What follows belongs to an exercise in optimizing a design on an open flow for a short achievable clock period and few clock cycles per item; a production flow would make more cautious choices. Only simulation tests tie the RTL to the original design; equivalence was not proved. Power is estimated from default activity; no workload was simulated.

==> design.v <==
module shx_fifo (
    input  wire        clk,
    input  wire        clr,
    input  wire        push,
    input  wire [31:0] din,
    input  wire        pop,
    output wire [63:0] win,
    output wire        ge1,
    output wire        ge2
);
    reg [159:0] f;
    reg [5:0]   lvl;           
    assign win = f[63:0];
    assign ge1 = !lvl[0];
    assign ge2 = !lvl[0] && !lvl[1];
    wire [191:0] fx = {32'd0, f};
    integer i;
    always @(posedge clk) begin
        for (i = 0; i < 5; i = i + 1) begin
            if (pop)
                f[32*i +: 32] <= (push && lvl[i+1]) ? din : fx[32*(i+1) +: 32];
            else if (push && lvl[i])
                f[32*i +: 32] <= din;
        end
        if (clr)
            lvl <= 6'b000001;
        else if (push && !pop)
            lvl <= {lvl[4:0], 1'b0};
        else if (pop && !push)
            lvl <= {1'b0, lvl[5:1]};
    end
endmodule
module shx_engine (
    input  wire        clk,
    input  wire        rst,
    input  wire        start,
    input  wire [16:0] held_len,
    output wire        ready,
    output wire        blk_rd_en,
    output wire [14:0] blk_rd_addr,
    input  wire [31:0] blk_rd_data,
    output wire        out_we,
    output wire [13:0] out_waddr,
    output wire [3:0]  out_wstrb,
    output wire [31:0] out_wdata,
    output wire        out_re,
    output wire [13:0] out_raddr,
    input  wire [31:0] out_rdata,
    output reg         done,
    output reg  [1:0]  verdict
);
    localparam [1:0] V_OK = 2'd0, V_MAL = 2'd1, V_CRC = 2'd2;
    localparam [3:0] S_IDLE = 4'd0,  S_HDR  = 4'd1,  S_H1   = 4'd2,  S_H2  = 4'd3,
                     S_MUL  = 4'd4,  S_H3   = 4'd5,  S_P1   = 4'd6,  S_P2  = 4'd7,
                     S_P3   = 4'd8,  S_LITW = 4'd9,  S_END  = 4'd10, S_FIN = 4'd11,
                     S_FIN2 = 4'd12, S_MAL  = 4'd13;
    localparam [1:0] K_LIT = 2'd0, K_REP = 2'd1, K_UPF = 2'd2, K_UPS = 2'd3;
    function [31:0] crc32_l1(input [31:0] x);
        begin
            crc32_l1[0] = ^(x & 32'h0000011F);
            crc32_l1[1] = ^(x & 32'h0000023F);
            crc32_l1[2] = ^(x & 32'h0000047E);
            crc32_l1[3] = ^(x & 32'h000008FC);
            crc32_l1[4] = ^(x & 32'h000010E6);
            crc32_l1[5] = ^(x & 32'h000020D2);
            crc32_l1[6] = ^(x & 32'h000040BA);
            crc32_l1[7] = ^(x & 32'h0000806A);
            crc32_l1[8] = ^(x & 32'h000100D5);
            crc32_l1[9] = ^(x & 32'h000200B5);
            crc32_l1[10] = ^(x & 32'h00040074);
            crc32_l1[11] = ^(x & 32'h000800E8);
            crc32_l1[12] = ^(x & 32'h001000CE);
            crc32_l1[13] = ^(x & 32'h00200082);
            crc32_l1[14] = ^(x & 32'h0040001A);
            crc32_l1[15] = ^(x & 32'h00800035);
            crc32_l1[16] = ^(x & 32'h0100006B);
            crc32_l1[17] = ^(x & 32'h020000D7);
            crc32_l1[18] = ^(x & 32'h040000B0);
            crc32_l1[19] = ^(x & 32'h0800007F);
            crc32_l1[20] = ^(x & 32'h100000FE);
            crc32_l1[21] = ^(x & 32'h200000E3);
            crc32_l1[22] = ^(x & 32'h400000D9);
            crc32_l1[23] = ^(x & 32'h800000AC);
            crc32_l1[24] = ^(x & 32'h00000046);
            crc32_l1[25] = ^(x & 32'h0000008D);
            crc32_l1[26] = ^(x & 32'h00000004);
            crc32_l1[27] = ^(x & 32'h00000008);
            crc32_l1[28] = ^(x & 32'h00000011);
            crc32_l1[29] = ^(x & 32'h00000023);
            crc32_l1[30] = ^(x & 32'h00000047);
            crc32_l1[31] = ^(x & 32'h0000008F);
        end
    endfunction
    function [31:0] crc32_l2(input [31:0] x);
        begin
            crc32_l2[0] = ^(x & 32'h00011F91);
            crc32_l2[1] = ^(x & 32'h00023F23);
            crc32_l2[2] = ^(x & 32'h00047E47);
            crc32_l2[3] = ^(x & 32'h0008FC8E);
            crc32_l2[4] = ^(x & 32'h0010E68D);
            crc32_l2[5] = ^(x & 32'h0020D28B);
            crc32_l2[6] = ^(x & 32'h0040BA87);
            crc32_l2[7] = ^(x & 32'h00806A9E);
            crc32_l2[8] = ^(x & 32'h0100D53C);
            crc32_l2[9] = ^(x & 32'h0200B5E8);
            crc32_l2[10] = ^(x & 32'h04007440);
            crc32_l2[11] = ^(x & 32'h0800E881);
            crc32_l2[12] = ^(x & 32'h1000CE93);
            crc32_l2[13] = ^(x & 32'h200082B6);
            crc32_l2[14] = ^(x & 32'h40001AFC);
            crc32_l2[15] = ^(x & 32'h800035F9);
            crc32_l2[16] = ^(x & 32'h00006BF2);
            crc32_l2[17] = ^(x & 32'h0000D7E5);
            crc32_l2[18] = ^(x & 32'h0000B05A);
            crc32_l2[19] = ^(x & 32'h00007F24);
            crc32_l2[20] = ^(x & 32'h0000FE48);
            crc32_l2[21] = ^(x & 32'h0000E301);
            crc32_l2[22] = ^(x & 32'h0000D992);
            crc32_l2[23] = ^(x & 32'h0000ACB5);
            crc32_l2[24] = ^(x & 32'h000046FB);
            crc32_l2[25] = ^(x & 32'h00008DF7);
            crc32_l2[26] = ^(x & 32'h0000047E);
            crc32_l2[27] = ^(x & 32'h000008FC);
            crc32_l2[28] = ^(x & 32'h000011F9);
            crc32_l2[29] = ^(x & 32'h000023F2);
            crc32_l2[30] = ^(x & 32'h000047E4);
            crc32_l2[31] = ^(x & 32'h00008FC8);
        end
    endfunction
    function [31:0] crc32_l3(input [31:0] x);
        begin
            crc32_l3[0] = ^(x & 32'h011F91CA);
            crc32_l3[1] = ^(x & 32'h023F2395);
            crc32_l3[2] = ^(x & 32'h047E472B);
            crc32_l3[3] = ^(x & 32'h08FC8E57);
            crc32_l3[4] = ^(x & 32'h10E68D65);
            crc32_l3[5] = ^(x & 32'h20D28B01);
            crc32_l3[6] = ^(x & 32'h40BA87C9);
            crc32_l3[7] = ^(x & 32'h806A9E58);
            crc32_l3[8] = ^(x & 32'h00D53CB0);
            crc32_l3[9] = ^(x & 32'h00B5E8AB);
            crc32_l3[10] = ^(x & 32'h0074409C);
            crc32_l3[11] = ^(x & 32'h00E88138);
            crc32_l3[12] = ^(x & 32'h00CE93BB);
            crc32_l3[13] = ^(x & 32'h0082B6BC);
            crc32_l3[14] = ^(x & 32'h001AFCB2);
            crc32_l3[15] = ^(x & 32'h0035F965);
            crc32_l3[16] = ^(x & 32'h006BF2CB);
            crc32_l3[17] = ^(x & 32'h00D7E596);
            crc32_l3[18] = ^(x & 32'h00B05AE6);
            crc32_l3[19] = ^(x & 32'h007F2406);
            crc32_l3[20] = ^(x & 32'h00FE480C);
            crc32_l3[21] = ^(x & 32'h00E301D2);
            crc32_l3[22] = ^(x & 32'h00D9926F);
            crc32_l3[23] = ^(x & 32'h00ACB514);
            crc32_l3[24] = ^(x & 32'h0046FBE3);
            crc32_l3[25] = ^(x & 32'h008DF7C6);
            crc32_l3[26] = ^(x & 32'h00047E47);
            crc32_l3[27] = ^(x & 32'h0008FC8E);
            crc32_l3[28] = ^(x & 32'h0011F91C);
            crc32_l3[29] = ^(x & 32'h0023F239);
            crc32_l3[30] = ^(x & 32'h0047E472);
            crc32_l3[31] = ^(x & 32'h008FC8E5);
        end
    endfunction
    function [31:0] crc32_l4(input [31:0] x);
        begin
            crc32_l4[0] = ^(x & 32'h1F91CAF6);
            crc32_l4[1] = ^(x & 32'h3F2395EC);
            crc32_l4[2] = ^(x & 32'h7E472BD8);
            crc32_l4[3] = ^(x & 32'hFC8E57B1);
            crc32_l4[4] = ^(x & 32'hE68D6595);
            crc32_l4[5] = ^(x & 32'hD28B01DD);
            crc32_l4[6] = ^(x & 32'hBA87C94C);
            crc32_l4[7] = ^(x & 32'h6A9E586F);
            crc32_l4[8] = ^(x & 32'hD53CB0DE);
            crc32_l4[9] = ^(x & 32'hB5E8AB4B);
            crc32_l4[10] = ^(x & 32'h74409C60);
            crc32_l4[11] = ^(x & 32'hE88138C1);
            crc32_l4[12] = ^(x & 32'hCE93BB74);
            crc32_l4[13] = ^(x & 32'h82B6BC1F);
            crc32_l4[14] = ^(x & 32'h1AFCB2C8);
            crc32_l4[15] = ^(x & 32'h35F96591);
            crc32_l4[16] = ^(x & 32'h6BF2CB23);
            crc32_l4[17] = ^(x & 32'hD7E59646);
            crc32_l4[18] = ^(x & 32'hB05AE67B);
            crc32_l4[19] = ^(x & 32'h7F240600);
            crc32_l4[20] = ^(x & 32'hFE480C00);
            crc32_l4[21] = ^(x & 32'hE301D2F6);
            crc32_l4[22] = ^(x & 32'hD9926F1B);
            crc32_l4[23] = ^(x & 32'hACB514C0);
            crc32_l4[24] = ^(x & 32'h46FBE377);
            crc32_l4[25] = ^(x & 32'h8DF7C6EE);
            crc32_l4[26] = ^(x & 32'h047E472B);
            crc32_l4[27] = ^(x & 32'h08FC8E57);
            crc32_l4[28] = ^(x & 32'h11F91CAF);
            crc32_l4[29] = ^(x & 32'h23F2395E);
            crc32_l4[30] = ^(x & 32'h47E472BD);
            crc32_l4[31] = ^(x & 32'h8FC8E57B);
        end
    endfunction
    function [31:0] crc32_t1(input [7:0] x);
        begin
            crc32_t1[0] = ^(x & 8'h1F);
            crc32_t1[1] = ^(x & 8'h3F);
            crc32_t1[2] = ^(x & 8'h7E);
            crc32_t1[3] = ^(x & 8'hFC);
            crc32_t1[4] = ^(x & 8'hE6);
            crc32_t1[5] = ^(x & 8'hD2);
            crc32_t1[6] = ^(x & 8'hBA);
            crc32_t1[7] = ^(x & 8'h6A);
            crc32_t1[8] = ^(x & 8'hD5);
            crc32_t1[9] = ^(x & 8'hB5);
            crc32_t1[10] = ^(x & 8'h74);
            crc32_t1[11] = ^(x & 8'hE8);
            crc32_t1[12] = ^(x & 8'hCE);
            crc32_t1[13] = ^(x & 8'h82);
            crc32_t1[14] = ^(x & 8'h1A);
            crc32_t1[15] = ^(x & 8'h35);
            crc32_t1[16] = ^(x & 8'h6B);
            crc32_t1[17] = ^(x & 8'hD7);
            crc32_t1[18] = ^(x & 8'hB0);
            crc32_t1[19] = ^(x & 8'h7F);
            crc32_t1[20] = ^(x & 8'hFE);
            crc32_t1[21] = ^(x & 8'hE3);
            crc32_t1[22] = ^(x & 8'hD9);
            crc32_t1[23] = ^(x & 8'hAC);
            crc32_t1[24] = ^(x & 8'h46);
            crc32_t1[25] = ^(x & 8'h8D);
            crc32_t1[26] = ^(x & 8'h04);
            crc32_t1[27] = ^(x & 8'h08);
            crc32_t1[28] = ^(x & 8'h11);
            crc32_t1[29] = ^(x & 8'h23);
            crc32_t1[30] = ^(x & 8'h47);
            crc32_t1[31] = ^(x & 8'h8F);
        end
    endfunction
    function [31:0] crc32_t2(input [15:0] x);
        begin
            crc32_t2[0] = ^(x & 16'h1F91);
            crc32_t2[1] = ^(x & 16'h3F23);
            crc32_t2[2] = ^(x & 16'h7E47);
            crc32_t2[3] = ^(x & 16'hFC8E);
            crc32_t2[4] = ^(x & 16'hE68D);
            crc32_t2[5] = ^(x & 16'hD28B);
            crc32_t2[6] = ^(x & 16'hBA87);
            crc32_t2[7] = ^(x & 16'h6A9E);
            crc32_t2[8] = ^(x & 16'hD53C);
            crc32_t2[9] = ^(x & 16'hB5E8);
            crc32_t2[10] = ^(x & 16'h7440);
            crc32_t2[11] = ^(x & 16'hE881);
            crc32_t2[12] = ^(x & 16'hCE93);
            crc32_t2[13] = ^(x & 16'h82B6);
            crc32_t2[14] = ^(x & 16'h1AFC);
            crc32_t2[15] = ^(x & 16'h35F9);
            crc32_t2[16] = ^(x & 16'h6BF2);
            crc32_t2[17] = ^(x & 16'hD7E5);
            crc32_t2[18] = ^(x & 16'hB05A);
            crc32_t2[19] = ^(x & 16'h7F24);
            crc32_t2[20] = ^(x & 16'hFE48);
            crc32_t2[21] = ^(x & 16'hE301);
            crc32_t2[22] = ^(x & 16'hD992);
            crc32_t2[23] = ^(x & 16'hACB5);
            crc32_t2[24] = ^(x & 16'h46FB);
            crc32_t2[25] = ^(x & 16'h8DF7);
            crc32_t2[26] = ^(x & 16'h047E);
            crc32_t2[27] = ^(x & 16'h08FC);
            crc32_t2[28] = ^(x & 16'h11F9);
            crc32_t2[29] = ^(x & 16'h23F2);
            crc32_t2[30] = ^(x & 16'h47E4);
            crc32_t2[31] = ^(x & 16'h8FC8);
        end
    endfunction
    function [31:0] crc32_t3(input [23:0] x);
        begin
            crc32_t3[0] = ^(x & 24'h1F91CA);
            crc32_t3[1] = ^(x & 24'h3F2395);
            crc32_t3[2] = ^(x & 24'h7E472B);
            crc32_t3[3] = ^(x & 24'hFC8E57);
            crc32_t3[4] = ^(x & 24'hE68D65);
            crc32_t3[5] = ^(x & 24'hD28B01);
            crc32_t3[6] = ^(x & 24'hBA87C9);
            crc32_t3[7] = ^(x & 24'h6A9E58);
            crc32_t3[8] = ^(x & 24'hD53CB0);
            crc32_t3[9] = ^(x & 24'hB5E8AB);
            crc32_t3[10] = ^(x & 24'h74409C);
            crc32_t3[11] = ^(x & 24'hE88138);
            crc32_t3[12] = ^(x & 24'hCE93BB);
            crc32_t3[13] = ^(x & 24'h82B6BC);
            crc32_t3[14] = ^(x & 24'h1AFCB2);
            crc32_t3[15] = ^(x & 24'h35F965);
            crc32_t3[16] = ^(x & 24'h6BF2CB);
            crc32_t3[17] = ^(x & 24'hD7E596);
            crc32_t3[18] = ^(x & 24'hB05AE6);
            crc32_t3[19] = ^(x & 24'h7F2406);
            crc32_t3[20] = ^(x & 24'hFE480C);
            crc32_t3[21] = ^(x & 24'hE301D2);
            crc32_t3[22] = ^(x & 24'hD9926F);
            crc32_t3[23] = ^(x & 24'hACB514);
            crc32_t3[24] = ^(x & 24'h46FBE3);
            crc32_t3[25] = ^(x & 24'h8DF7C6);
            crc32_t3[26] = ^(x & 24'h047E47);
            crc32_t3[27] = ^(x & 24'h08FC8E);
            crc32_t3[28] = ^(x & 24'h11F91C);
            crc32_t3[29] = ^(x & 24'h23F239);
            crc32_t3[30] = ^(x & 24'h47E472);
            crc32_t3[31] = ^(x & 24'h8FC8E5);
        end
    endfunction
    function [31:0] crc32_t4(input [31:0] x);
        begin
            crc32_t4[0] = ^(x & 32'h1F91CAF6);
            crc32_t4[1] = ^(x & 32'h3F2395EC);
            crc32_t4[2] = ^(x & 32'h7E472BD8);
            crc32_t4[3] = ^(x & 32'hFC8E57B1);
            crc32_t4[4] = ^(x & 32'hE68D6595);
            crc32_t4[5] = ^(x & 32'hD28B01DD);
            crc32_t4[6] = ^(x & 32'hBA87C94C);
            crc32_t4[7] = ^(x & 32'h6A9E586F);
            crc32_t4[8] = ^(x & 32'hD53CB0DE);
            crc32_t4[9] = ^(x & 32'hB5E8AB4B);
            crc32_t4[10] = ^(x & 32'h74409C60);
            crc32_t4[11] = ^(x & 32'hE88138C1);
            crc32_t4[12] = ^(x & 32'hCE93BB74);
            crc32_t4[13] = ^(x & 32'h82B6BC1F);
            crc32_t4[14] = ^(x & 32'h1AFCB2C8);
            crc32_t4[15] = ^(x & 32'h35F96591);
            crc32_t4[16] = ^(x & 32'h6BF2CB23);
            crc32_t4[17] = ^(x & 32'hD7E59646);
            crc32_t4[18] = ^(x & 32'hB05AE67B);
            crc32_t4[19] = ^(x & 32'h7F240600);
            crc32_t4[20] = ^(x & 32'hFE480C00);
            crc32_t4[21] = ^(x & 32'hE301D2F6);
            crc32_t4[22] = ^(x & 32'hD9926F1B);
            crc32_t4[23] = ^(x & 32'hACB514C0);
            crc32_t4[24] = ^(x & 32'h46FBE377);
            crc32_t4[25] = ^(x & 32'h8DF7C6EE);
            crc32_t4[26] = ^(x & 32'h047E472B);
            crc32_t4[27] = ^(x & 32'h08FC8E57);
            crc32_t4[28] = ^(x & 32'h11F91CAF);
            crc32_t4[29] = ^(x & 32'h23F2395E);
            crc32_t4[30] = ^(x & 32'h47E472BD);
            crc32_t4[31] = ^(x & 32'h8FC8E57B);
        end
    endfunction
    function [15:0] crc16_h2(input [31:0] x);
        begin
            crc16_h2[0] = ^(x & 32'h11191911);
            crc16_h2[1] = ^(x & 32'h22323222);
            crc16_h2[2] = ^(x & 32'h44646444);
            crc16_h2[3] = ^(x & 32'h88C8C888);
            crc16_h2[4] = ^(x & 32'h10919110);
            crc16_h2[5] = ^(x & 32'h313B3B31);
            crc16_h2[6] = ^(x & 32'h62767662);
            crc16_h2[7] = ^(x & 32'hC4ECECC4);
            crc16_h2[8] = ^(x & 32'h88D9D988);
            crc16_h2[9] = ^(x & 32'h10B3B310);
            crc16_h2[10] = ^(x & 32'h20666620);
            crc16_h2[11] = ^(x & 32'h40CCCC40);
            crc16_h2[12] = ^(x & 32'h91818191);
            crc16_h2[13] = ^(x & 32'h22030322);
            crc16_h2[14] = ^(x & 32'h44060644);
            crc16_h2[15] = ^(x & 32'h880C0C88);
        end
    endfunction
    function [15:0] crc16_h4(input [47:0] x);
        begin
            crc16_h4[0] = ^(x & 48'h1119581C1C58);
            crc16_h4[1] = ^(x & 48'h2232B03838B0);
            crc16_h4[2] = ^(x & 48'h446460717160);
            crc16_h4[3] = ^(x & 48'h88C8C0E2E2C0);
            crc16_h4[4] = ^(x & 48'h109181C5C581);
            crc16_h4[5] = ^(x & 48'h313B5B97975B);
            crc16_h4[6] = ^(x & 48'h6276B62E2EB6);
            crc16_h4[7] = ^(x & 48'hC4EC6C5D5D6C);
            crc16_h4[8] = ^(x & 48'h88D9D9BABAD9);
            crc16_h4[9] = ^(x & 48'h10B3B37575B3);
            crc16_h4[10] = ^(x & 48'h206667EBEB67);
            crc16_h4[11] = ^(x & 48'h40CCCED6D6CE);
            crc16_h4[12] = ^(x & 48'h9181C5B1B1C5);
            crc16_h4[13] = ^(x & 48'h22038B63638B);
            crc16_h4[14] = ^(x & 48'h440616C7C716);
            crc16_h4[15] = ^(x & 48'h880C2C8E8E2C);
        end
    endfunction
    reg [3:0] state;
    reg       ready_r;
    assign ready = ready_r;
    wire idle = (state == S_IDLE);
    reg         a_req;
    reg  [14:0] a_addr;
    reg         a_v1;
    reg  [2:0]  a_tot;         
    reg         a_on;
    reg  [1:0]  q_l;           
    wire [63:0] a_win;
    wire        a_ge1, a_ge2;
    wire        a_pop;
    assign blk_rd_en   = a_req;
    assign blk_rd_addr = a_addr;
    wire a_issue = a_on && (a_tot < 3'd5);
    shx_fifo fa (.clk(clk), .clr(idle), .push(a_v1), .din(blk_rd_data), .pop(a_pop),
                 .win(a_win), .ge1(a_ge1), .ge2(a_ge2));
    reg         b_req;
    reg  [13:0] b_addr;
    reg  [13:0] b_ra;
    reg         b_v1;
    reg  [2:0]  b_tot;
    reg         b_on;
    wire [63:0] b_win;
    wire        b_ge1, b_ge2;
    wire        b_pop;
    wire        b_clr;
    assign out_re    = b_req;
    assign out_raddr = b_addr;
    wire b_issue = b_on && (b_tot < 3'd5);
    shx_fifo fb (.clk(clk), .clr(b_clr), .push(b_v1), .din(out_rdata), .pop(b_pop),
                 .win(b_win), .ge1(b_ge1), .ge2(b_ge2));
    reg         h0_ok;         
    reg         h_raw;
    reg  [31:0] h1, h2, h3;
    reg  [15:0] h_chk;
    reg  [2:0]  hk;
    reg  [15:0] crc16;
    reg  [16:0] held;
    reg         bad;
    reg  [15:0] hw;
    reg  [32:0] orig_p32;
    reg  [21:0] acc;
    reg  [21:0] hw_sh;
    reg  [5:0]  ln_sh;
    reg  [2:0]  mi;
    reg  [16:0] d1;            
    reg  [17:0] d2;            
    reg  [17:0] d1m4, d2m4;    
    reg         f1, f2;        
    reg  [31:0] crc_exp;
    reg  [17:0] rq0;           
    reg  [16:0] orig_m1;
    wire [15:0] f_dots  = h1[15:0];
    wire [7:0]  f_lines = h1[23:16];
    wire [7:0]  f_bpd   = h1[31:24];
    reg  [18:0] wbits;
    reg         bpd_ok;
    always @* begin
        bpd_ok = 1'b1;
        case (f_bpd)
            8'd1: wbits = {3'd0, f_dots};
            8'd2: wbits = {2'd0, f_dots, 1'b0};
            8'd4: wbits = {1'd0, f_dots, 2'b0};
            8'd6: wbits = {1'd0, f_dots, 2'b0} + {2'd0, f_dots, 1'b0};
            8'd8: wbits = {f_dots, 3'b0};
            default: begin
                wbits  = 19'd0;
                bpd_ok = 1'b0;
            end
        endcase
    end
    reg  [16:0] pp;            
    reg  [17:0] rem_p;         
    reg  [17:0] rem_q;         
    reg         bad_r;         
    reg  [1:0]  t_op;
    reg  [5:0]  t_lc;
    reg  [7:0]  t_b1, t_b2, t_b3;
    reg  [1:0]  t_hl;
    reg  [1:0]  t_ql;          
    reg         t_cross;       
    reg  [16:0] t_nm1;         
    reg  [7:0]  t_rep;
    reg  [17:0] rq_h;          
    reg  [17:0] rq_h1;         
    reg  [17:0] t_d, t_dm4;
    reg         t_fast;
    reg  [1:0]  prev_up;       
    reg         c_v;
    reg  [1:0]  c_k;
    reg         c_cont;        
    reg  [14:0] c_pw;
    reg  [1:0]  c_pl;
    reg  [14:0] c_wrem;
    reg         c_lw;
    reg         c_w1;
    reg  [1:0]  c_ll;
    reg  [7:0]  c_rep;
    reg  [16:0] c_s;
    reg  [13:0] c_sw1;
    reg         e_act;
    reg         e_lit, e_rep, e_upf, e_ups;    
    reg  [14:0] pw;            
    reg  [1:0]  pl;            
    reg  [14:0] wrem;          
    reg         lw_r;          
    reg         w1_r;          
    reg  [1:0]  e_ll;          
    reg  [7:0]  e_rb;
    reg  [1:0]  e_sl;          
    reg         need2;         
    reg         xw;         
    reg  [16:0] s;
    reg  [1:0]  ph;
    reg         we_r;
    reg  [13:0] wa_r;
    reg  [3:0]  ws_r;
    reg  [31:0] wd_r;
    assign out_we    = we_r;
    assign out_waddr = wa_r;
    assign out_wstrb = ws_r;
    assign out_wdata = wd_r;
    reg         k_v;           
    reg  [2:0]  k_n;
    reg  [31:0] k_d;
    reg  [31:0] crc32;
    reg         crc_eq;
    reg  [31:0] dterm;
    reg  [2:0]  dn;
    reg         dv;
    wire [63:0] win   = e_upf ? b_win : a_win;
    wire [1:0]  hi    = lw_r ? e_ll : 2'd3;
    wire [1:0]  span  = hi - pl;
    wire [2:0]  send  = {1'b0, e_sl} + {1'b0, span};
    wire        a_has = need2 ? a_ge2 : a_ge1;
    wire        b_has = need2 ? b_ge2 : b_ge1;
    wire step_cp = e_rep || (e_lit && a_has) || (e_upf && b_has);
    wire step_sl = e_ups && (ph == 2'd2);
    wire fin_now = (step_cp && lw_r) || (step_sl && lw_r && (pl == e_ll));
    wire load    = c_v && (!e_act || fin_now);
    wire nxt_w   = (step_cp && !lw_r) || (step_sl && !lw_r && (pl == 2'd3));
    wire [1:0] sl_nx = send[1:0] + 2'd1;
    wire [1:0] hi_n    = w1_r ? e_ll : 2'd3;
    wire [2:0] send_n  = {1'b0, sl_nx} + {1'b0, hi_n};
    wire [1:0] sl_c    = (c_k == K_LIT) ? q_l : c_s[1:0];
    wire [1:0] hi_c    = c_lw ? c_ll : 2'd3;
    wire [1:0] span_c  = hi_c - c_pl;
    wire [2:0] send_c  = {1'b0, sl_c} + {1'b0, span_c};
    reg  [31:0] src_sh;
    always @* begin
        case (e_sl)
            2'd0: src_sh = win[31:0];
            2'd1: src_sh = win[39:8];
            2'd2: src_sh = win[47:16];
            default: src_sh = win[55:24];
        endcase
    end
    wire [2:0]  rot = 3'd4 + {1'b0, e_sl} - {1'b0, pl};
    wire [95:0] rv  = {win, 32'd0};
    reg  [31:0] rot_w;
    always @* begin
        case (rot)
            3'd1: rot_w = rv[39:8];
            3'd2: rot_w = rv[47:16];
            3'd3: rot_w = rv[55:24];
            3'd4: rot_w = rv[63:32];
            3'd5: rot_w = rv[71:40];
            3'd6: rot_w = rv[79:48];
            default: rot_w = rv[87:56];
        endcase
    end
    reg [7:0] slow_b;
    always @* begin
        case (s[1:0])
            2'd0: slow_b = out_rdata[7:0];
            2'd1: slow_b = out_rdata[15:8];
            2'd2: slow_b = out_rdata[23:16];
            default: slow_b = out_rdata[31:24];
        endcase
    end
    wire [3:0] smask = (4'b1111 << pl) & (4'b1111 >> (2'd3 - hi));
    reg  [31:0] a_sh;          
    always @* begin
        case (q_l)
            2'd0: a_sh = a_win[31:0];
            2'd1: a_sh = a_win[39:8];
            2'd2: a_sh = a_win[47:16];
            default: a_sh = a_win[55:24];
        endcase
    end
    wire [7:0] tb    = a_sh[7:0];
    wire [1:0] tb_hl = (tb[5:0] < 6'd62) ? 2'd1 : (tb[5:0] == 6'd62) ? 2'd2 : 2'd3;
    wire [2:0] tb_k  = {1'b0, tb_hl} + ((tb[7:6] == 2'd1) ? 3'd1 : 3'd0);
    wire [2:0] tb_e  = {1'b0, q_l} + tb_k;
    assign a_pop = ((state == S_P2) && t_cross) || ((state == S_HDR) && a_ge1) ||
                   (e_lit && a_has && xw);
    assign b_pop = e_upf && b_has && xw;
    assign b_clr = load && (c_k == K_UPF) && !c_cont;
    wire [16:0] p3_x   = {15'd0, pp[1:0]} + t_nm1;
    wire [17:0] p3_e   = {1'b0, pp} + {1'b0, t_nm1} + 18'd1;
    wire [17:0] p3_s   = {1'b0, pp} - t_d;
    wire [17:0] p3_s4  = {1'b0, pp} - t_dm4;
    wire [17:0] p3_rp  = rem_p + {1'b1, ~t_nm1};
    wire [17:0] p3_rql = rq_h + {1'b1, ~t_nm1};
    wire p3_bad = rq_h[17] || p3_rp[17] ||
                  ((t_op == 2'd0) && p3_rql[17]) ||
                  ((t_op == 2'd1) && rq_h1[17]) ||
                  (t_op[1] && p3_s[17]);
    wire [31:0] t_1 = crc32_t1(k_d[7:0]);
    wire [31:0] t_2 = crc32_t2(k_d[15:0]);
    wire [31:0] t_3 = crc32_t3(k_d[23:0]);
    wire [31:0] t_4 = crc32_t4(k_d);
    wire [31:0] l_1 = crc32_l1(crc32);
    wire [31:0] l_2 = crc32_l2(crc32);
    wire [31:0] l_3 = crc32_l3(crc32);
    wire [31:0] l_4 = crc32_l4(crc32);
    wire [15:0] h16_2 = crc16_h2({a_win[15:0], crc16});
    wire [15:0] h16_4 = crc16_h4({a_win[31:0], crc16});
    always @(posedge clk) begin
        if (idle)
            held <= held_len;
        wa_r <= pw[13:0];
        if (e_ups) begin
            ws_r <= 4'b0001 << pl;
            wd_r <= {4{slow_b}};
            k_d  <= {24'd0, slow_b};
            k_n  <= 3'd1;
        end else begin
            ws_r <= smask;
            wd_r <= e_rep ? {4{e_rb}} : rot_w;
            k_d  <= e_rep ? {4{e_rb}} : src_sh;
            k_n  <= {1'b0, span} + 3'd1;
        end
        dn   <= k_n;
        case (k_n)
            3'd1: dterm <= t_1;
            3'd2: dterm <= t_2;
            3'd3: dterm <= t_3;
            default: dterm <= t_4;
        endcase
        if (idle) begin
            crc32 <= 32'hFFFFFFFF;
        end else if (dv) begin
            case (dn)
                3'd1: crc32 <= l_1 ^ dterm;
                3'd2: crc32 <= l_2 ^ dterm;
                3'd3: crc32 <= l_3 ^ dterm;
                default: crc32 <= l_4 ^ dterm;
            endcase
        end
        crc_eq <= ((crc32 ^ crc_exp) == 32'hFFFFFFFF);
        if (load) begin
            pw    <= c_pw;
            pl    <= c_pl;
            wrem  <= c_wrem;
            w1_r  <= c_w1;
            e_ll  <= c_ll;
            e_rb  <= c_rep;
            s     <= c_s;
            e_sl  <= sl_c;
            need2 <= send_c[2];
            xw <= (send_c >= 3'd3);
        end else if (nxt_w) begin
            pw    <= pw + 15'd1;
            pl    <= 2'd0;
            wrem  <= wrem - 15'd1;
            w1_r  <= (wrem == 15'd2);
            e_sl  <= sl_nx;
            need2 <= send_n[2];
            xw <= (send_n >= 3'd3);
            if (step_sl)
                s <= s + 17'd1;
        end else if (step_sl) begin
            pl    <= pl + 2'd1;
            s     <= s + 17'd1;
        end else if (step_cp) begin
            e_sl  <= sl_nx;
        end
        if (state == S_HDR && a_ge1) begin
            case (hk)
                3'd0: begin
                    h0_ok <= (a_win[15:0] == 16'h5853) && (a_win[23:16] == 8'h01) &&
                             (a_win[31:26] == 6'd0);
                    h_raw <= a_win[24];
                end
                3'd1: h1 <= a_win[31:0];
                3'd2: h2 <= a_win[31:0];
                3'd3: h3 <= a_win[31:0];
                3'd4: crc_exp <= a_win[31:0];
                3'd7: h_chk <= a_win[31:16];
                default: ;
            endcase
        end
        if (state == S_H1) begin
            hw       <= wbits[18:3];
            hw_sh    <= {3'd0, wbits[18:0]} >> 3;
            ln_sh    <= f_lines[5:0];
            orig_p32 <= {1'b0, h2} + 33'd32;
        end
        if (state == S_H2) begin
            d1      <= {1'b0, hw};
            d2      <= {1'b0, hw, 1'b0};
            d1m4    <= {2'd0, hw} - 18'd4;
            d2m4    <= {1'b0, hw, 1'b0} - 18'd4;
            f1      <= (hw >= 16'd64);
            f2      <= (hw >= 16'd32);
            rq0     <= {1'b0, h3[16:0]} - 18'd32;
            orig_m1 <= h2[16:0] - 17'd1;
        end
        if (state == S_MUL) begin
            hw_sh <= hw_sh << 1;
            ln_sh <= ln_sh >> 1;
        end
        if (state == S_P1) begin
            t_op    <= tb[7:6];
            t_lc    <= tb[5:0];
            t_b1    <= a_sh[15:8];
            t_b2    <= a_sh[23:16];
            t_b3    <= a_sh[31:24];
            t_hl    <= tb_hl;
            t_ql    <= tb_e[1:0];
            t_cross <= tb_e[2];
        end
        if (state == S_P2) begin
            if (t_lc < 6'd62)
                t_nm1 <= {11'd0, t_lc};
            else if (t_lc == 6'd62)
                t_nm1 <= 17'd62 + {9'd0, t_b1};
            else
                t_nm1 <= 17'd318 + {1'b0, t_b2, t_b1};
            t_rep  <= (t_hl == 2'd1) ? t_b1 : (t_hl == 2'd2) ? t_b2 : t_b3;
            rq_h   <= rem_q - {16'd0, t_hl};
            rq_h1  <= rem_q - {16'd0, t_hl} - 18'd1;
            t_d    <= (t_op == 2'd2) ? {1'b0, d1} : d2;
            t_dm4  <= (t_op == 2'd2) ? d1m4 : d2m4;
            t_fast <= (t_op == 2'd2) ? f1 : f2;
        end
        if (state == S_P3 && !c_v) begin
            c_k    <= (t_op == 2'd0) ? K_LIT : (t_op == 2'd1) ? K_REP :
                      t_fast ? K_UPF : K_UPS;
            c_cont <= t_op[1] && t_fast && (prev_up == t_op);
            c_pw   <= pp[16:2];
            c_pl   <= pp[1:0];
            c_wrem <= p3_x[16:2];
            c_lw   <= (p3_x[16:2] == 15'd0);
            c_w1   <= (p3_x[16:2] == 15'd1);
            c_ll   <= p3_x[1:0];
            c_rep  <= t_rep;
            c_s    <= p3_s[16:0];
            c_sw1  <= p3_s4[15:2];
        end
        if (state == S_H3) begin
            c_k    <= K_LIT;
            c_cont <= 1'b0;
            c_pw   <= 15'd0;
            c_pl   <= 2'd0;
            c_wrem <= orig_m1[16:2];
            c_lw   <= (orig_m1[16:2] == 15'd0);
            c_w1   <= (orig_m1[16:2] == 15'd1);
            c_ll   <= orig_m1[1:0];
        end
    end
    always @(posedge clk) begin
        if (rst) begin
            state   <= S_IDLE;
            ready_r <= 1'b1;
            done    <= 1'b0;
            verdict <= V_OK;
            a_req   <= 1'b0;
            a_on    <= 1'b0;
            b_req   <= 1'b0;
            b_on    <= 1'b0;
            c_v     <= 1'b0;
            e_act   <= 1'b0;
            e_lit   <= 1'b0;
            e_rep   <= 1'b0;
            e_upf   <= 1'b0;
            e_ups   <= 1'b0;
            we_r    <= 1'b0;
            k_v     <= 1'b0;
            dv      <= 1'b0;
        end else begin
            done <= 1'b0;
            a_v1 <= a_req;
            if (a_issue) begin
                a_req  <= 1'b1;
                a_addr <= a_addr + 15'd1;
            end else begin
                a_req  <= 1'b0;
            end
            a_tot <= a_tot + {2'd0, a_issue} - {2'd0, a_pop};
            b_v1 <= b_req;
            if (b_issue) begin
                b_req  <= 1'b1;
                b_addr <= b_ra;
                b_ra   <= b_ra + 14'd1;
            end else if (e_ups && ph == 2'd0) begin
                b_req  <= 1'b1;
                b_addr <= s[15:2];
            end else begin
                b_req  <= 1'b0;
            end
            b_tot <= b_tot + {2'd0, b_issue} - {2'd0, b_pop};
            we_r <= step_cp || step_sl;
            k_v  <= step_cp || step_sl;
            if (e_ups)
                ph <= (ph == 2'd2) ? 2'd0 : ph + 2'd1;
            if (nxt_w)
                lw_r <= w1_r;
            if (step_cp && e_lit)
                q_l <= sl_nx;
            if (fin_now) begin
                e_act <= 1'b0;
                e_lit <= 1'b0;
                e_rep <= 1'b0;
                e_upf <= 1'b0;
                e_ups <= 1'b0;
                b_on  <= 1'b0;
            end
            if (load) begin
                c_v   <= 1'b0;
                e_act <= 1'b1;
                e_lit <= (c_k == K_LIT);
                e_rep <= (c_k == K_REP);
                e_upf <= (c_k == K_UPF);
                e_ups <= (c_k == K_UPS);
                lw_r  <= c_lw;
                ph    <= 2'd0;
                if (c_k == K_UPF) begin
                    b_on <= 1'b1;
                    if (!c_cont) begin
                        b_req  <= 1'b1;
                        b_addr <= c_s[15:2];
                        b_ra   <= c_sw1;
                        b_tot  <= 3'd1;
                        b_v1   <= 1'b0;
                    end
                end
            end
            dv   <= k_v;
            case (state)
                S_IDLE: begin
                    a_addr  <= 15'd0;
                    a_tot   <= 3'd0;
                    a_v1    <= 1'b0;
                    q_l     <= 2'd0;
                    hk      <= 3'd0;
                    crc16   <= 16'hFFFF;
                    pp      <= 17'd0;
                    bad_r   <= 1'b0;
                    prev_up <= 2'd0;
                    if (start) begin
                        ready_r <= 1'b0;
                        a_on    <= 1'b1;
                        a_req   <= 1'b1;
                        a_tot   <= 3'd1;
                        state   <= S_HDR;
                    end
                end
                S_HDR: if (a_ge1) begin
                    hk <= hk + 3'd1;
                    if (hk == 3'd7) begin
                        crc16 <= h16_2;
                        state <= S_H1;
                    end else begin
                        crc16 <= h16_4;
                    end
                end
                S_H1: begin
                    bad <= (crc16 != h_chk) || !h0_ok || (f_dots == 16'd0) ||
                           (f_lines == 8'd0) || (f_lines > 8'd32) || !bpd_ok ||
                           (wbits[2:0] != 3'd0) || (h2 > 32'd65536) ||
                           (h3 < 32'd33) || (h3 > {15'd0, held});
                    acc      <= 22'd0;
                    mi       <= 3'd0;
                    state    <= S_H2;
                end
                S_H2: begin
                    if (h_raw ? ({1'b0, h3} != orig_p32) : ({1'b0, h3} > orig_p32))
                        bad <= 1'b1;
                    state   <= S_MUL;
                end
                S_MUL: begin
                    if (ln_sh[0])
                        acc <= acc + hw_sh;
                    mi <= mi + 3'd1;
                    if (mi == 3'd5)
                        state <= S_H3;
                end
                S_H3: begin
                    rem_p <= {1'b0, h2[16:0]};
                    rem_q <= rq0;
                    if (bad || (h2[31:22] != 10'd0) || (acc != h2[21:0])) begin
                        state <= S_MAL;
                    end else if (h_raw) begin
                        c_v   <= 1'b1;
                        state <= S_END;
                    end else begin
                        state <= S_P1;
                    end
                end
                S_P1: begin
                    if (bad_r) begin
                        state <= S_MAL;
                    end else if (rem_p == 18'd0) begin
                        state <= (rem_q == 18'd0) ? S_END : S_MAL;
                    end else if (rem_q == 18'd0) begin
                        state <= S_MAL;
                    end else if (a_ge2) begin
                        state <= S_P2;
                    end
                end
                S_P2: begin
                    q_l   <= t_ql;
                    state <= S_P3;
                end
                S_P3: begin
                    if (!c_v) begin
                        c_v     <= 1'b1;
                        prev_up <= (t_op[1] && t_fast) ? t_op : 2'd0;
                        bad_r   <= p3_bad;
                        pp      <= p3_e[16:0];
                        rem_p   <= p3_rp;
                        rem_q   <= (t_op == 2'd0) ? p3_rql : (t_op == 2'd1) ? rq_h1 : rq_h;
                        state   <= (t_op == 2'd0) ? S_LITW : S_P1;
                    end
                end
                S_LITW: begin
                    if (bad_r)
                        state <= S_MAL;
                    else if (!c_v && !e_lit)
                        state <= S_P1;
                end
                S_END: begin
                    if (!c_v && !e_act && !we_r && !k_v && !dv)
                        state <= S_FIN;
                end
                S_FIN: begin
                    state <= S_FIN2;
                end
                S_FIN2: begin
                    done    <= 1'b1;
                    verdict <= crc_eq ? V_OK : V_CRC;
                    ready_r <= 1'b1;
                    a_on    <= 1'b0;
                    state   <= S_IDLE;
                end
                S_MAL: begin
                    done    <= 1'b1;
                    verdict <= V_MAL;
                    ready_r <= 1'b1;
                    a_on    <= 1'b0;
                    b_on    <= 1'b0;
                    c_v     <= 1'b0;
                    e_act   <= 1'b0;
                    e_lit   <= 1'b0;
                    e_rep   <= 1'b0;
                    e_upf   <= 1'b0;
                    e_ups   <= 1'b0;
                    we_r    <= 1'b0;
                    k_v     <= 1'b0;
                            dv      <= 1'b0;
                    state   <= S_IDLE;
                end
                default: state <= S_IDLE;
            endcase
        end
    end
endmodule
==> run.sh <==
#!/bin/bash
# synth_recipe.tcl (not shown) runs the flow's synth.tcl, then flattens the netlist and writes it again
# the make line also repeats each setting of config.mk as NAME=value (left out here)
make -C /OpenROAD-flow-scripts/flow DESIGN_CONFIG=/design/flow/config.mk WORK_HOME=/design/flow/orfs CLKGATE_MAP_FILE= SYNTH_SCRIPT=/design/flow/synth_recipe.tcl finish
==> config.mk <==
export PLATFORM = sky130hd
export DESIGN_NAME = shx_engine
export DESIGN_NICKNAME = shx_engine
export VERILOG_FILES = /design/flow/design.v
export SDC_FILE = /design/flow/constraint.sdc
export NUM_CORES = 4
export LEC_CHECK = 0
export ABC_CLOCK_PERIOD_IN_PS = 2500
export CAP_MARGIN = 20
export CORE_MARGIN = 2
export CORE_UTILIZATION = 55
export PLACE_DENSITY = 0.7
export SETUP_SLACK_MARGIN = 5
export SLEW_MARGIN = 20
==> constraint.sdc <==
create_clock -name core_clock -period 10.0 [get_ports {clk}]
set_input_delay 2.0000 -clock core_clock [delete_from_list [all_inputs] [get_ports {clk}]]
set_output_delay 2.0000 -clock core_clock [all_outputs]
set_load 0.01 [all_outputs]
==> results of run 1 <==
routing by layer:
metal / vias to the layer above / part of all wire (%) / global-route usage [%]
li1: 25800 / - / -
met5: - / 0.011 / 0
met4: 4 / 3.5 / 12.6
met3: 520 / 11 / 7.44
met1: 28000 / 42 / 51.5
met2: 3330 / 43 / 52.4
per-stage QoR:
step,instances,hold WS [ps]
after floorplan,7248,329
final,9226,380
after global routing,9208,385
after CTS,9208,383
after global placement,8952,393
after detailed placement,8953,394
path summary, 6_finish.rpt:
kind                start  endpoint  slack [ps]  cells after the start
setup reg to reg  e_sl[0]  wd_r[22]        5750                     13
hold reg to reg     pw[1]   wa_r[1]         380                      0
setup / recovery  e_sl[0]  wd_r[22]        5750                     13
hold / removal      pw[1]   wa_r[1]         380                      0
cell usage after synthesis, types with 11 or more instances:
cell	count
nand2_1	523
o31ai_1	23
a21boi_0	14
o21a_1	27
edfxtp_1	789
xnor2_2	22
xnor2_1	1088
a22o_1	80
inv_1	253
or3_1	24
xor2_1	434
nor3_1	86
o22ai_1	248
or2_2	13
buf_1	62
nand4_1	42
and2_1	17
mux2_2	106
mux2i_1	95
dfxtp_1	462
nand3_1	132
a22oi_1	26
nand2b_1	36
a222oi_1	33
o21ai_1	29
ha_1	243
a211oi_1	66
clkbuf_1	251
a221oi_1	28
mux4_2	48
a21oi_1	324
a2111oi_0	11
xor2_2	13
fa_1	15
and3_1	59
a21o_1	49
a31oi_1	24
o211ai_1	19
buf_2	62
xnor3_1	14
nor4_1	47
o21bai_1	22
o21ai_0	327
nor2b_1	59
nor2_1	741
power groups by stage:
stage | Clock [mW] | Combinational, mW | Sequential [mW]
after global routing | 5.67 | 21.4 | 8.73
final | 5.42 | 20.2 | 8.65
after detailed placement | 0 | 19.6 | 8.70
after global placement | 0 | 19.6 | 8.68
after CTS | 5.47 | 19.7 | 8.60
after floorplan | 0 | 14.6 | 7.87
cell type report:
cell class | count | area (µm²)
flip-flops and latches | 1251 | 32900
clock buffers | 169 | 3690
well taps | 1768 | 2210
repair buffers | 324 | 2870
inverters | 259 | 975
clock inverters | 86 | 1200
multi-input cells | 5351 | 38500
fillers | 10900 | 50900
diodes | 18 | 45.0
sequential cells by signal (all words and copies together) (netlist names), 18 cells and up:
| name | flops |
|---|---|
| rem_p | 18 |
| acc | 22 |
| rem_q | 18 |
| rq_h | 18 |
| dterm | 32 |
| orig_p32 | 33 |
| crc_exp | 32 |
| fb.f | 160 |
| rq0 | 18 |
| h3 | 32 |
| fa.f | 160 |
| h2 | 32 |
| rq_h1 | 18 |
| wd_r | 32 |
| h1 | 32 |
| crc32 | 32 |
| hw_sh | 22 |
| k_d | 32 |
cells by family (layout without fill, tap and decap cells):
| family | Yosys count | after routing | share of synthesized area (%) |
|---|---|---|---|
| AND/OR/NAND/NOR | 1830 | 1830 | 11.0 |
| XOR/XNOR | 1585 | 1585 | 19.8 |
| AO/OA/AOI/OAI | 1428 | 1428 | 12.3 |
| flip-flops | 1251 | 1251 | 44.6 |
| buffers and inverters | 646 | 838 | 3.45 |
| adder cells (fa/ha/maj) | 259 | 259 | 4.54 |
| multiplexers | 249 | 249 | 4.37 |
| other | 0 | 18 | 0 |
==> impl_metrics.tcl, run 1 <==
set metrics [dict create \
    tightestPinTransition_ps 1120 \
    coreArea_um2 133000 \
    p_sw_share_pct 45.3 \
    fmax_mhz 235 \
    cp_common_cell "buf_4" \
    synth-seq-area-share_pct 44.6 \
    internal-power_mw 18.7 \
    finalPower_mw 34.2 \
    cts_tree "done" \
    grt_first_pass_wirelength_um 362000 \
    die_y_um 370 \
    cpMaxStageDelayCell "buf_4" \
    setup_slack_ps 5750 \
    ys_dominant_reg_cell "edfxtp_1" \
    cp_max_fo 70 \
    synth_area_um2 73800 \
    postLayoutCoreUtil_pct 61.8 \
    clk_pin_slew_ps 70 \
    start_util_pct 55.4 \
    period_minus_slack_ps 4250 \
    synth_cells 7248 \
    layout_commonest_cell "xnor2_1" \
    dr.pass1.iters 9 \
    finalSetupViolations 0 \
    rsz0062_at_grt "false" \
    die_width_um 370 \
    numCtsBuffers 138 \
    ys_warn_count 2 \
    clockRootBuffer "clkbuf_16" \
    post-route-period-util_pct 42.5 \
    skew_ps 69.8 \
    synth_top_area_cell "edfxtp_1" \
    track_usage_pct 35.5 \
    routed_wl_um 248000 \
    cp_top_family "buffers and inverters" \
    clock_path_buffers 3 \
    hold_viol 0 \
    syn2layout_area_growth_pct 11.7 \
    syn_nets 7590 \
    io_pins 170 \
    ctsHtreeMaxLevel 4 \
    fp-row-count 134 \
    ctsResizeCount 0 \
    status "timing/DRC/antenna clean" \
    final_antenna_net_count 0 \
    dr.first_iter.drc_count 7501 \
    wl_per_cell_um 26.9 \
    crit_path_end_kind "flop" \
    vias_per_cell 6.25 \
    syn_area_per_cell_um2 10.2 \
    switchingPower_mw 15.5 \
    ctsHoldBuffers 0 \
    clk_latency_ps 800 \
    ys_ff_latch 1251 \
    p_clk_share_pct 15.8 \
    gp_congestion 1.02 \
    mostFrequentLayoutCells "xnor2_1, edfxtp_1, nor2_1, nand2_1, dfxtp_1" \
    crit_type "flop to flop" \
    num_vias 57600 \
    design_area_um2 82400 \
    slowest_delay_ps 570 \
    async_flop_share_pct 0 \
    cts_sinks 1251 \
    drv_cap 0 \
    layout-drive-gt1-share_pct 8.45 \
    combPwrFrac_pct 58.9 \
    post-place-ws_ps 5240 \
    slew_violations 0 \
    drc 0 \
    cp_data_required_time_ps 10620 \
    worstPathCellList "buf_4 > inv_2 > ha_1 > inv_1 > fa_2 > buf_4 > nor2b_1 > nand2_1 > o21ai_1 > buf_4 > a211oi_1 > a21oi_1 > o21ai_0" \
    p_leak_nw 30.2 \
    first_global_vias 54200 \
    ir_drop_mv 0.312 \
    setup_tns_ps 0 \
    ys_types 90 \
    p_per_area_nw_per_um2 415 \
    synth-edff-count 789 \
    seq_power_share_pct 25.3 \
    port_buffers 169 \
    post-cts-setup-buffer-count 0 \
    num-nets-final 7667 \
    relSlewSlack_pct 25.3 \
    yosysTopAreaCellShare_pct 32.1 \
    critPathBufInv 5 \
    die_area_um2 137000 \
    place_hpwl_um 179000 \
    start_kind "flop" \
    synth_area_leaders "edfxtp_1, xnor2_1, dfxtp_1" \
    grt_max_degree 87 \
    grt.overflow.total 0 \
    antenna_found_initial 18 \
    placed_area_um2 77500 \
    hp-class "flop to flop" \
    arrival_ps 4870 \
]
Testbench counts, summed over its fixed seeds: cycles 519,073, out bytes 2,053,632.
==> run 2, diff against run 1 <==
==> flow/run.sh (new file) <==
#!/bin/bash
set -euo pipefail
bash standard.sh SETUP_SLACK_MARGIN=6.5 finish > standard.log 2>&1
==> standard.sh (new file) <==
#!/bin/bash
# synth_recipe.tcl (not shown) runs the flow's synth.tcl, then flattens the netlist and writes it again
# the make line also repeats each setting of config.mk as NAME=value (left out here)
make -C /OpenROAD-flow-scripts/flow DESIGN_CONFIG=/design/flow/config.mk WORK_HOME=/design/flow/orfs CLKGATE_MAP_FILE= SYNTH_SCRIPT=/design/flow/synth_recipe.tcl "${@:-finish}"
--- a/config.mk
+++ b/config.mk
@@ -11,4 +11,3 @@
 export CORE_UTILIZATION = 55
 export PLACE_DENSITY = 0.7
-export SETUP_SLACK_MARGIN = 5
 export SLEW_MARGIN = 20
removed: run.sh
==> impl_metrics.tcl, run 2 <==
set metrics [dict create \
    critPathBufInv 1 \
    hold_slack_ps 414 \
    syn_nets 7590 \
    slowest_delay_ps 440 \
    first_global_vias 54500 \
    yosys-top-cells-count "xnor2_1, edfxtp_1, nor2_1" \
    num_vias 57300 \
    cts_sinks 1251 \
    hp-class "flop to flop" \
    r2r_slack_ps 6550 \
    ys_dominant_reg_cell "edfxtp_1" \
    post-route-period-util_pct 34.9 \
    seq_power_share_pct 25.5 \
    routed_wl_um 244000 \
    die_width_um 370 \
    slew_violations 0 \
    ys_ff_latch 1251 \
    synth-seq-area-share_pct 44.6 \
    cp_top_family "flip-flops" \
    grt_first_pass_wirelength_um 358000 \
    final_antenna_net_count 0 \
    synth_area_leaders "edfxtp_1, xnor2_1, dfxtp_1" \
    start_util_pct 55.4 \
    mostFrequentLayoutCells "xnor2_1, edfxtp_1, nor2_1, nand2_1" \
    coreArea_um2 133000 \
    switchingPower_mw 15.4 \
    ir_drop_mv 0.373 \
    p_per_area_nw_per_um2 411 \
    drc 0 \
    largestRegisters "fa.f (160), fb.f (160), orig_p32 (33)" \
    die_area_um2 137000 \
    finalSetupViolations 0 \
    dr.pass1.iters 8 \
    fmax_mhz 286 \
    ctsHoldBuffers 0 \
    cts_tree "done" \
    place_hpwl_um 174000 \
    cp_max_fo 1 \
    cp_data_required_time_ps 8000 \
    num-nets-final 7689 \
    wl_per_cell_um 26.4 \
    io_pins 170 \
    synth_top_area_cell "edfxtp_1" \
    ctsHtreeMaxLevel 4 \
    skew_ps 58.8 \
    arrival_ps 1490 \
    syn2layout_area_growth_pct 11.8 \
    clockRootBuffer "clkbuf_16" \
    synth_cells 7248 \
    hold_viol 0 \
    dr.first_iter.drc_count 7026 \
    yosysMostFrequentCell "xnor2_1" \
    fill_cells 10900 \
    status "timing/DRC/antenna clean" \
    syn_area_per_cell_um2 10.2 \
    async_flop_share_pct 0 \
    p_leak_nw 30.4 \
    grt_use_met3_pct 6.74 \
    fp-row-count 134 \
    tightestPinTransition_ps 1170 \
    clock_path_buffers 3 \
    period_minus_slack_ps 3490 \
    layout-drive-gt1-share_pct 9.79 \
    crit_path_end_kind "primary output" \
    internal-power_mw 18.6 \
    top_usage_layer "met2" \
    rsz0062_at_grt "false" \
    worstPathCellList "clkdlybuf4s15_2" \
    start_kind "flop" \
    numCtsBuffers 139 \
    antenna_found_initial 10 \
    grt.overflow.total 0 \
    port_buffers 169 \
    ys_warn_count 2 \
    use_met1_pct 49.5 \
    synth_area_um2 73800 \
    ys_types 90 \
    setup_tns_ps 0 \
    stdcell_count 9237 \
    die_y_um 370 \
    clk_pin_slew_ps 60 \
    placed_cells 8938 \
    relSlewSlack_pct 21.3 \
    p_clk_share_pct 15.4 \
    yosysTopAreaCellShare_pct 32.1 \
    drv_cap 0 \
    met2_usage_pct 53.2 \
    crit_type "flop to primary output" \
    track_usage_pct 35.0 \
    clk_latency_ps 800 \
    cpMaxStageDelayCell "dfxtp_2" \
    p_sw_share_pct 45.3 \
    grt_max_degree 103 \
    synth-edff-count 789 \
    vias_per_cell 6.20 \
    combPwrFrac_pct 59.2 \
    gp_congestion 0.998 \
    layout_commonest_cell "xnor2_1" \
]
[run 2: cell types whose count changed in the layout (fill, tap and decap cells not counted), moves of 9 or more]
cell / before / now
nand2_1: 518 / 509
dlygate4sd2_1: 0 / 44
clkdlybuf4s50_1: 169 / 83
clkbuf_1: 21 / 31
buf_4: 154 / 168
diode_2: 18 / 9
buf_2: 0 / 16
clkdlybuf4s15_1: 0 / 16
dfxtp_1: 458 / 433
dfxtp_2: 3 / 23
[run 2: what timing repair did]
item | CTS | global route
setup endpoints to repair | 461 | 357
resized for setup | 226 | 37
pin swaps | 1 | 3
setup buffers | 26 | 7
cloned | 2 | 1
[run 2: path summary, 6_finish.rpt]
check,startpoint,cells after the start,to
hold / removal,t_rep[6],0,c_rep[6]
setup reg to reg,fa.f[9],9,crc16[13]
hold reg to reg,t_rep[6],0,c_rep[6]
setup / recovery,wd_r[12],1,out_wdata[12]
[run 2: kinds of logic (layout without fill, tap and decap cells)]
family	Yosys count	after routing	synth area share [%]
xor gates and xnor gates	1585	1585	19.8
buffers and inverters	646	856	3.45
muxes	249	249	4.37
adders and majority gates	259	259	4.54
and+or+nand+nor	1830	1831	11.0
other	0	9	0
AOI/OAI and AO/OA	1428	1429	12.3
DFF	1251	1251	44.6
[run 2: routing by layer]
| layer | vias to the layer above | part of all wire [%] |
|---|---|---|
| li1 | 25800 | - |
| met1 | 28000 | 42 |
| met4 | 4 | 3.8 |
| met5 | - | 0.011 |
| met2 | 3052 | 44 |
| met3 | 475 | 10 |
[run 2: cell type report]
| cell class | count | area (µm²) | area share (%) |
|---|---|---|---|
| clock inverters | 71 | 866 | 1.05 |
| inverters | 259 | 990 | 1.20 |
| multi-input cells | 5353 | 38700 | 46.9 |
| flip-flops and latches | 1251 | 33000 | 40.0 |
| repair buffers | 343 | 2920 | 3.53 |
| diodes | 9 | 22.5 | 0.0273 |
| well taps | 1768 | 2210 | 2.68 |
| clock buffers | 183 | 3810 | 4.61 |
[run 2: power groups by stage]
stage | Combinational [mW] | Clock [mW] | Sequential (mW)
after global placement | 19.5 | 0 | 8.69
after floorplan | 14.6 | 0 | 7.87
after detailed placement | 19.6 | 0 | 8.71
after CTS | 19.7 | 5.26 | 8.60
final | 20.1 | 5.21 | 8.65
after global routing | 21.3 | 5.47 | 8.73
[run 2: through the flow]
stage | cell area (µm²) | util, % | setup slack, ps | power, mW
2_1_floorplan | 73900 | - | 6350 | 22.5
3_3_place_gp | 77300 | 58.0 | 5700 | 28.2
3_5_place_dp | 77300 | 58.0 | 5660 | 28.3
4_1_cts | 82300 | 61.7 | 6500 | 33.6
5_1_grt | 82500 | 61.9 | 6500 | 35.5
6_report | 82500 | 61.9 | 6510 | 34.0

## re-timing with driven ports
The flow's constraints put no driver on any port. The routed layouts listed below were extracted and timed again, unchanged, in two steps.
Step 1 sets driving cells, clkbuf_16 on the clock port and buf_2 on the other inputs (assumed; they add their load-dependent delay and slew).
Step 2 also shifts input and output timing later by t, the mid clock arrival at the registers, as if the neighbouring blocks saw the same clock.
Three values: ideal ports, drivers, drivers and shift; two values: the first two.
run	shift t [ns]	setup WS [ns]	worst slew at a driven data input, ns	pins driven straight from the clock port
run 1	0.848	5.748 / 5.748 / 5.298	0.09	1
run 2	0.860	6.506 / 6.418 / 5.905	0.12	1
After both steps every run listed still meets setup and hold. For run 2, which loses most, drivers alone change the setup slack by -0.088 ns; drivers and shift together by -0.601 ns.
